Context: an optimization exercise on an open-source flow, tuned for small area. The choices shown serve that exercise and are no tape-out recipe. Function was checked by simulation only, so behaviour that the tests miss may differ from the original. No activity file was given, so power comes from the tool's default toggle rates.

## fb_port
module fb_port (
    input  wire        clk,
    input  wire        rst,               
    input  wire [35:0] time_now,          
    input  wire [3:0]  fb_in,             
    input  wire [1:0]  cfg_mode,          
    input  wire [7:0]  cfg_filt_n,
    input  wire [3:0]  cfg_pol,
    input  wire        cfg_dir,
    input  wire [7:0]  cfg_err_limit,
    input  wire [15:0] cfg_err_decay,     
    input  wire        cfg_alarm_en,
    input  wire [1:0]  cfg_z_mode,
    input  wire [2:0]  cfg_z_gate,
    input  wire [35:0] cfg_index_period,
    input  wire [15:0] cfg_index_tol,
    input  wire [15:0] cfg_hall_ill_t,    
    input  wire        z_arm,
    input  wire        fault_reset,
    input  wire [1:0]  latch_clr,
    output reg  [35:0] pos,
    output reg  [35:0] edge_time,
    output wire [3:0]  lines,
    output wire [7:0]  hall_sector,
    output reg  [7:0]  err_level,
    output reg  [35:0] err_count,
    output reg  [1:0]  latch,
    output reg  [35:0] index_pos,
    output reg  [35:0] index_time,
    output reg  [35:0] index_count,
    output wire [13:0] status
);
==> flow/config.mk <==
export PLATFORM = sky130hd
export DESIGN_NAME = fb_port
export DESIGN_NICKNAME = fb_port
export VERILOG_FILES = /design/flow/design.v
export SDC_FILE = /design/flow/constraint.sdc
export NUM_CORES = 4
export LEC_CHECK = 0
export CAP_MARGIN = 5
export CORE_MARGIN = 2
export CORE_UTILIZATION = 40
export SLEW_MARGIN = 5
==> flow/constraint.sdc <==
create_clock -name core_clock -period 12.0 [get_ports {clk}]
set_input_delay 2.4000 -clock core_clock [delete_from_list [all_inputs] [get_ports {clk}]]
set_output_delay 2.4000 -clock core_clock [all_outputs]
set_load 0.01 [all_outputs]
standard.sh (not shown) runs the stock make flow with config.mk's settings and CLKGATE_MAP_FILE= SYNTH_SCRIPT=/design/flow/synth_recipe.tcl, a recipe that flattens the netlist after the stock synthesis.
==> flow/flow/run.sh <==
#!/bin/bash
# The standard layout (standard.sh) with three changes:
#  - synthesis maps logic with an area-oriented ABC script and without
#    adder extraction (flow/synth.tcl),
#  - the ports get the smallest buffer (buf_1),
#  - the clock tree uses clkbuf_4 in clusters of at most 9 sinks, without
#    dummy loads.
set -euo pipefail
export BUFFER_PORTS_ARGS="-buffer_cell sky130_fd_sc_hd__buf_1"
export CTS_ARGS="-sink_clustering_enable -repair_clock_nets -dont_use_dummy_load -buf_list sky130_fd_sc_hd__clkbuf_4 -sink_clustering_size 9 -sink_clustering_max_diameter 50"
bash standard.sh SYNTH_SCRIPT="$PWD/flow/synth.tcl" finish > standard.log 2>&1
==> flow/flow/abc_area.script <==
strash
balance
rewrite
refactor
balance
rewrite -z
refactor -z
rewrite -z
balance
rewrite
refactor
balance
rewrite -z
refactor -z
rewrite -z
balance
&get -n
&st
&dch -f
&nf -R 1000
&put
==> flow/flow/synth.tcl <==
# The standard flow's synthesis (synth_recipe.tcl in the work folder, sourced unchanged)
# with two changes to how logic is mapped (registers are untouched):
#  - no adder extraction: ABC maps the arithmetic together with the rest,
#  - ABC uses the area-oriented script abc_area.script beside this file
#    instead of ORFS's speed script.
set ::env(ADDER_MAP_FILE) ""
set ::area_abc_script [file join [file dirname [file normalize [info script]]] abc_area.script]
proc abc {args} {
  set i [lsearch -exact $args -script]
  if {$i >= 0} { lset args [expr {$i + 1}] $::area_abc_script }
  yosys abc {*}$args
}
source [file join [file dirname [file dirname [file normalize [info script]]]] synth_recipe.tcl]
The baseline finished with timing, DRC and antenna clean.
Then changed:
Settings changed: CAP_MARGIN 5 to 20, SLEW_MARGIN 5 to 20.
The changed run passed the timing, design-rule and antenna checks.
Maximum frequency does not change.
Area after synthesis does not change.
Count of clock-buffer cells in the layout is unchanged.
Final area stays the same.
Worst setup slack stays the same.
Wire length stays the same.
Power does not change.

========
fb_port, a different RTL version from the one above (not shown whole).
Size: ~2,100 cells after synthesis, roughly 410 I/O pins, roughly 22,000 µm² of cells after synthesis.
Settings: LEC_CHECK=0, CAP_MARGIN=20, CORE_MARGIN=2, CORE_UTILIZATION=40, SLEW_MARGIN=20; clock period 12.0 ns.
==> flow/flow/run.sh <==
#!/bin/bash
# Standard layout, with the smallest buffer on the ports, small clock
# buffers and no dummy clock-tree loads.
set -euo pipefail
export BUFFER_PORTS_ARGS="-buffer_cell sky130_fd_sc_hd__buf_1"
export CTS_ARGS="-sink_clustering_enable -repair_clock_nets -dont_use_dummy_load -buf_list sky130_fd_sc_hd__clkbuf_4"
bash standard.sh > standard.log 2>&1
The first run produced a clean layout.
Rerun with:
==> flow/flow/run.sh (replaced) <==
#!/bin/bash
# Standard layout, with the smallest buffer on the ports and no dummy
# clock-tree loads.
set -euo pipefail
export BUFFER_PORTS_ARGS="-buffer_cell sky130_fd_sc_hd__buf_1"
export CTS_ARGS="-sink_clustering_enable -repair_clock_nets -dont_use_dummy_load"
bash standard.sh > standard.log 2>&1
Power came out higher by roughly a tenth. Via count came out lower by a few percent. Wire length came out lower slightly. Sequential share of layout area came out lower by 0.55 points. Global-route usage came out lower by 0.27 points. Cell count came out lower by a few percent. Final area came out higher slightly. Register-to-register slack gains 70 ps. Setup slack loses 200 ps. Die area is unchanged. Synthesized area stays the same.
Rerun with:
==> flow/flow/run.sh (replaced) <==
#!/bin/bash
# Standard layout, with the smallest buffer on the ports, small clock
# buffers and no dummy clock-tree loads.
set -euo pipefail
export BUFFER_PORTS_ARGS="-buffer_cell sky130_fd_sc_hd__buf_1"
export CTS_ARGS="-sink_clustering_enable -repair_clock_nets -dont_use_dummy_load -buf_list sky130_fd_sc_hd__clkbuf_4 -sink_clustering_size 10 -sink_clustering_max_diameter 60"
bash standard.sh > standard.log 2>&1
=> Worst setup slack improved by 250 ps; routed wire length barely changes; count of clock-buffer cells in the layout goes up by 8; via count goes up slightly; clock skew goes up by 67 ps; first-iteration DRC count goes down slightly; power goes down by about a fifth; global-route usage hardly moves; final cell count goes up slightly; design area goes down by a few percent; synthesized area does not change.
Rerun with:
==> flow/flow/run.sh (replaced) <==
#!/bin/bash
# The standard layout (standard.sh) with three changes:
#  - synthesis maps logic with an area-oriented ABC script (flow/synth.tcl),
#  - the ports get the smallest buffer (buf_1),
#  - the clock tree uses clkbuf_4 in clusters of at most 9 sinks, without
#    dummy loads.
set -euo pipefail
export BUFFER_PORTS_ARGS="-buffer_cell sky130_fd_sc_hd__buf_1"
export CTS_ARGS="-sink_clustering_enable -repair_clock_nets -dont_use_dummy_load -buf_list sky130_fd_sc_hd__clkbuf_4 -sink_clustering_size 9 -sink_clustering_max_diameter 50"
bash standard.sh SYNTH_SCRIPT="$PWD/flow/synth.tcl" finish > standard.log 2>&1
==> flow/flow/abc_area.script (new file) <==
&get -n
&st
&syn2
&dch -f
&nf -R 1000
&put
==> flow/flow/synth.tcl (new file) <==
# The standard flow's synthesis (synth_recipe.tcl in the work folder, sourced unchanged)
# with one change: ABC maps the logic with the area-oriented script
# abc_area.script beside this file instead of ORFS's speed script.
set ::area_abc_script [file join [file dirname [file normalize [info script]]] abc_area.script]
proc abc {args} {
  set i [lsearch -exact $args -script]
  if {$i >= 0} { lset args [expr {$i + 1}] $::area_abc_script }
  yosys abc {*}$args
}
source [file join [file dirname [file dirname [file normalize [info script]]]] synth_recipe.tcl]
=>
- sequential cell count is unchanged
- power increases by about 1%
- fmax decreases by about 8%
- final area decreases by 3.9%
- final cell count decreases by 4.4%
- worst setup slack gets worse by 860 ps
- routed wire length decreases by 7.8%
- combinational power decreases by about 17%
- via count decreases by about 9%
- critical path depth increases by 8
- register-to-register slack gets worse by 670 ps

========
the previous run:
Starting RTL as in the previous note.
Settings: LEC_CHECK=0, CAP_MARGIN=20, CORE_MARGIN=2, CORE_UTILIZATION=40, SLEW_MARGIN=20; clock period 12.0 ns.
==> flow/flow/run.sh <==
#!/bin/bash
# Standard layout, with the smallest buffer on the ports, small clock
# buffers and no dummy clock-tree loads.
set -euo pipefail
export BUFFER_PORTS_ARGS="-buffer_cell sky130_fd_sc_hd__buf_1"
export CTS_ARGS="-sink_clustering_enable -repair_clock_nets -dont_use_dummy_load -buf_list sky130_fd_sc_hd__clkbuf_4 -sink_clustering_size 9 -sink_clustering_max_diameter 50"
bash standard.sh > standard.log 2>&1
#### Input delta (the current run over the previous run)
==> flow/flow/run.sh <==
#!/bin/bash
# Standard layout, with the smallest buffer on the ports, small clock
# buffers and no dummy clock-tree loads.
set -euo pipefail
export BUFFER_PORTS_ARGS="-buffer_cell sky130_fd_sc_hd__buf_1"
export CTS_ARGS="-sink_clustering_enable -repair_clock_nets -dont_use_dummy_load -buf_list sky130_fd_sc_hd__clkbuf_8 -sink_clustering_size 14 -sink_clustering_max_diameter 60"
bash standard.sh > standard.log 2>&1
==> comparison <==
The previous run and the current run all finish clean.
The previous run -> the current run: synthesized-area fraction occupied by ao, oa, aoi and oai cells delta 0, exact match
Of the current run and the previous run, it is the current run that has the lower routed wire length.
Diff the previous run -> the current run | post-layout instance area | up slightly
Diode insertion count for antenna repair: higher on the previous run
The current run vs the previous run on met2 wire length: the current run is the higher one.

========
== job 101 ==
Another version of the RTL of fb_port (not shown whole).
Size in the first run: ~1800 cells after synthesis, about 460 flip-flops, about 410 I/O pins, ~0.020 mm2 of cells after synthesis.
==> flow/config.mk <==
export PLATFORM = sky130hd
export DESIGN_NAME = fb_port
export DESIGN_NICKNAME = fb_port
export VERILOG_FILES = /design/flow/design.v
export SDC_FILE = /design/flow/constraint.sdc
export NUM_CORES = 4
export LEC_CHECK = 0
export CAP_MARGIN = 20
export CORE_MARGIN = 2
export CORE_UTILIZATION = 60
export SLEW_MARGIN = 20
==> flow/constraint.sdc <==
create_clock -name core_clock -period 12.0 [get_ports {clk}]
set_input_delay 2.4000 -clock core_clock [delete_from_list [all_inputs] [get_ports {clk}]]
set_output_delay 2.4000 -clock core_clock [all_outputs]
set_load 0.01 [all_outputs]
==> flow/flow/run.sh <==
#!/bin/bash
# The standard layout (standard.sh) with three changes:
#  - synthesis maps logic with an area-oriented ABC script (flow/synth.tcl),
#  - the ports get the smallest buffer (buf_1),
#  - the clock tree uses clkbuf_4 in clusters of at most 9 sinks, without
#    dummy loads.
set -euo pipefail
export BUFFER_PORTS_ARGS="-buffer_cell sky130_fd_sc_hd__buf_1"
export CTS_ARGS="-sink_clustering_enable -repair_clock_nets -dont_use_dummy_load -buf_list sky130_fd_sc_hd__clkbuf_4 -sink_clustering_size 9 -sink_clustering_max_diameter 50"
bash standard.sh SYNTH_SCRIPT="$PWD/flow/synth.tcl" finish > standard.log 2>&1
==> flow/flow/abc_area.script <==
strash
balance
rewrite
refactor
balance
rewrite -z
refactor -z
rewrite -z
balance
&get -n
&st
&dch -f
&nf -R 1000
&put
==> flow/flow/synth.tcl <==
# The standard flow's synthesis (synth_recipe.tcl in the work folder, sourced unchanged)
# with one change: ABC maps the logic with the area-oriented script
# abc_area.script beside this file instead of ORFS's speed script.
set ::area_abc_script [file join [file dirname [file normalize [info script]]] abc_area.script]
proc abc {args} {
  set i [lsearch -exact $args -script]
  if {$i >= 0} { lset args [expr {$i + 1}] $::area_abc_script }
  yosys abc {*}$args
}
source [file join [file dirname [file dirname [file normalize [info script]]]] synth_recipe.tcl]
Every stage of the flow completed for job 101, and the final layout passed the timing, design-rule and antenna checks.
#### Input delta (job 102 over job 101)
- a change of CORE_UTILIZATION from 60 to 40
- Job 102 completed end to end with timing, DRC and antenna clean.
- Summary of job 102 over job 101: final cell utilization of the core shrank by 22 points; routed wire length +about 7%; post-route clock skew picked up an extra 14 ps.
- Summary of job 102 over job 101: fraction of power consumed by combinational cells did not really move, signed area change from the synthesized netlist to the final layout went up.

[re-timing with driven ports]
The results above use ideal ports. As a check the final layouts listed here were re-extracted and re-timed, cells and wires unchanged.
Step 1, drivers: a clkbuf_16 drives clk and a buf_2 each remaining input, both assumed.
Step 2 also shifts input and output timing later by t, the mid clock arrival at the registers, as if the neighbouring blocks saw the same clock.
Three values: ideal ports, drivers, drivers and shift; two values: the first two.
run | t (ns) | setup WS [ns] | slew at the worst register clock pin (ns)
the first run of note 1 | 0.822 | 0.846 / 0.871 / 0.049 | 0.11 / 0.11
the second run of note 1 | 0.822 | 0.846 / 0.871 / 0.049 | 0.11 / 0.11
the first run of note 2 | 0.900 | 2.078 / 2.110 / 1.210 | 0.07 / 0.07
the second run of note 2 | 0.623 | 1.874 / 1.909 / 1.287 | 0.06 / 0.06
the third run of note 2 | 0.806 | 2.121 / 2.153 / 1.347 | 0.12 / 0.12
the fourth run of note 2 | 0.825 | 1.256 / 1.275 / 0.450 | 0.11 / 0.11
the previous run | 0.782 | 2.017 / 2.049 / 1.266 | 0.11 / 0.11
the current run | 0.665 | 1.900 / 1.933 / 1.267 | 0.09 / 0.09
job 101 | 0.821 | 0.858 / 0.885 / 0.064 | 0.11 / 0.11
job 102 | 0.827 | 0.688 / 0.712 / -0.115 | 0.11 / 0.11
Met with ideal ports but missed after step 2: setup timing in job 102. For the first run of note 2, which loses most, drivers alone change the setup slack by +0.032 ns; drivers and shift together by -0.868 ns.
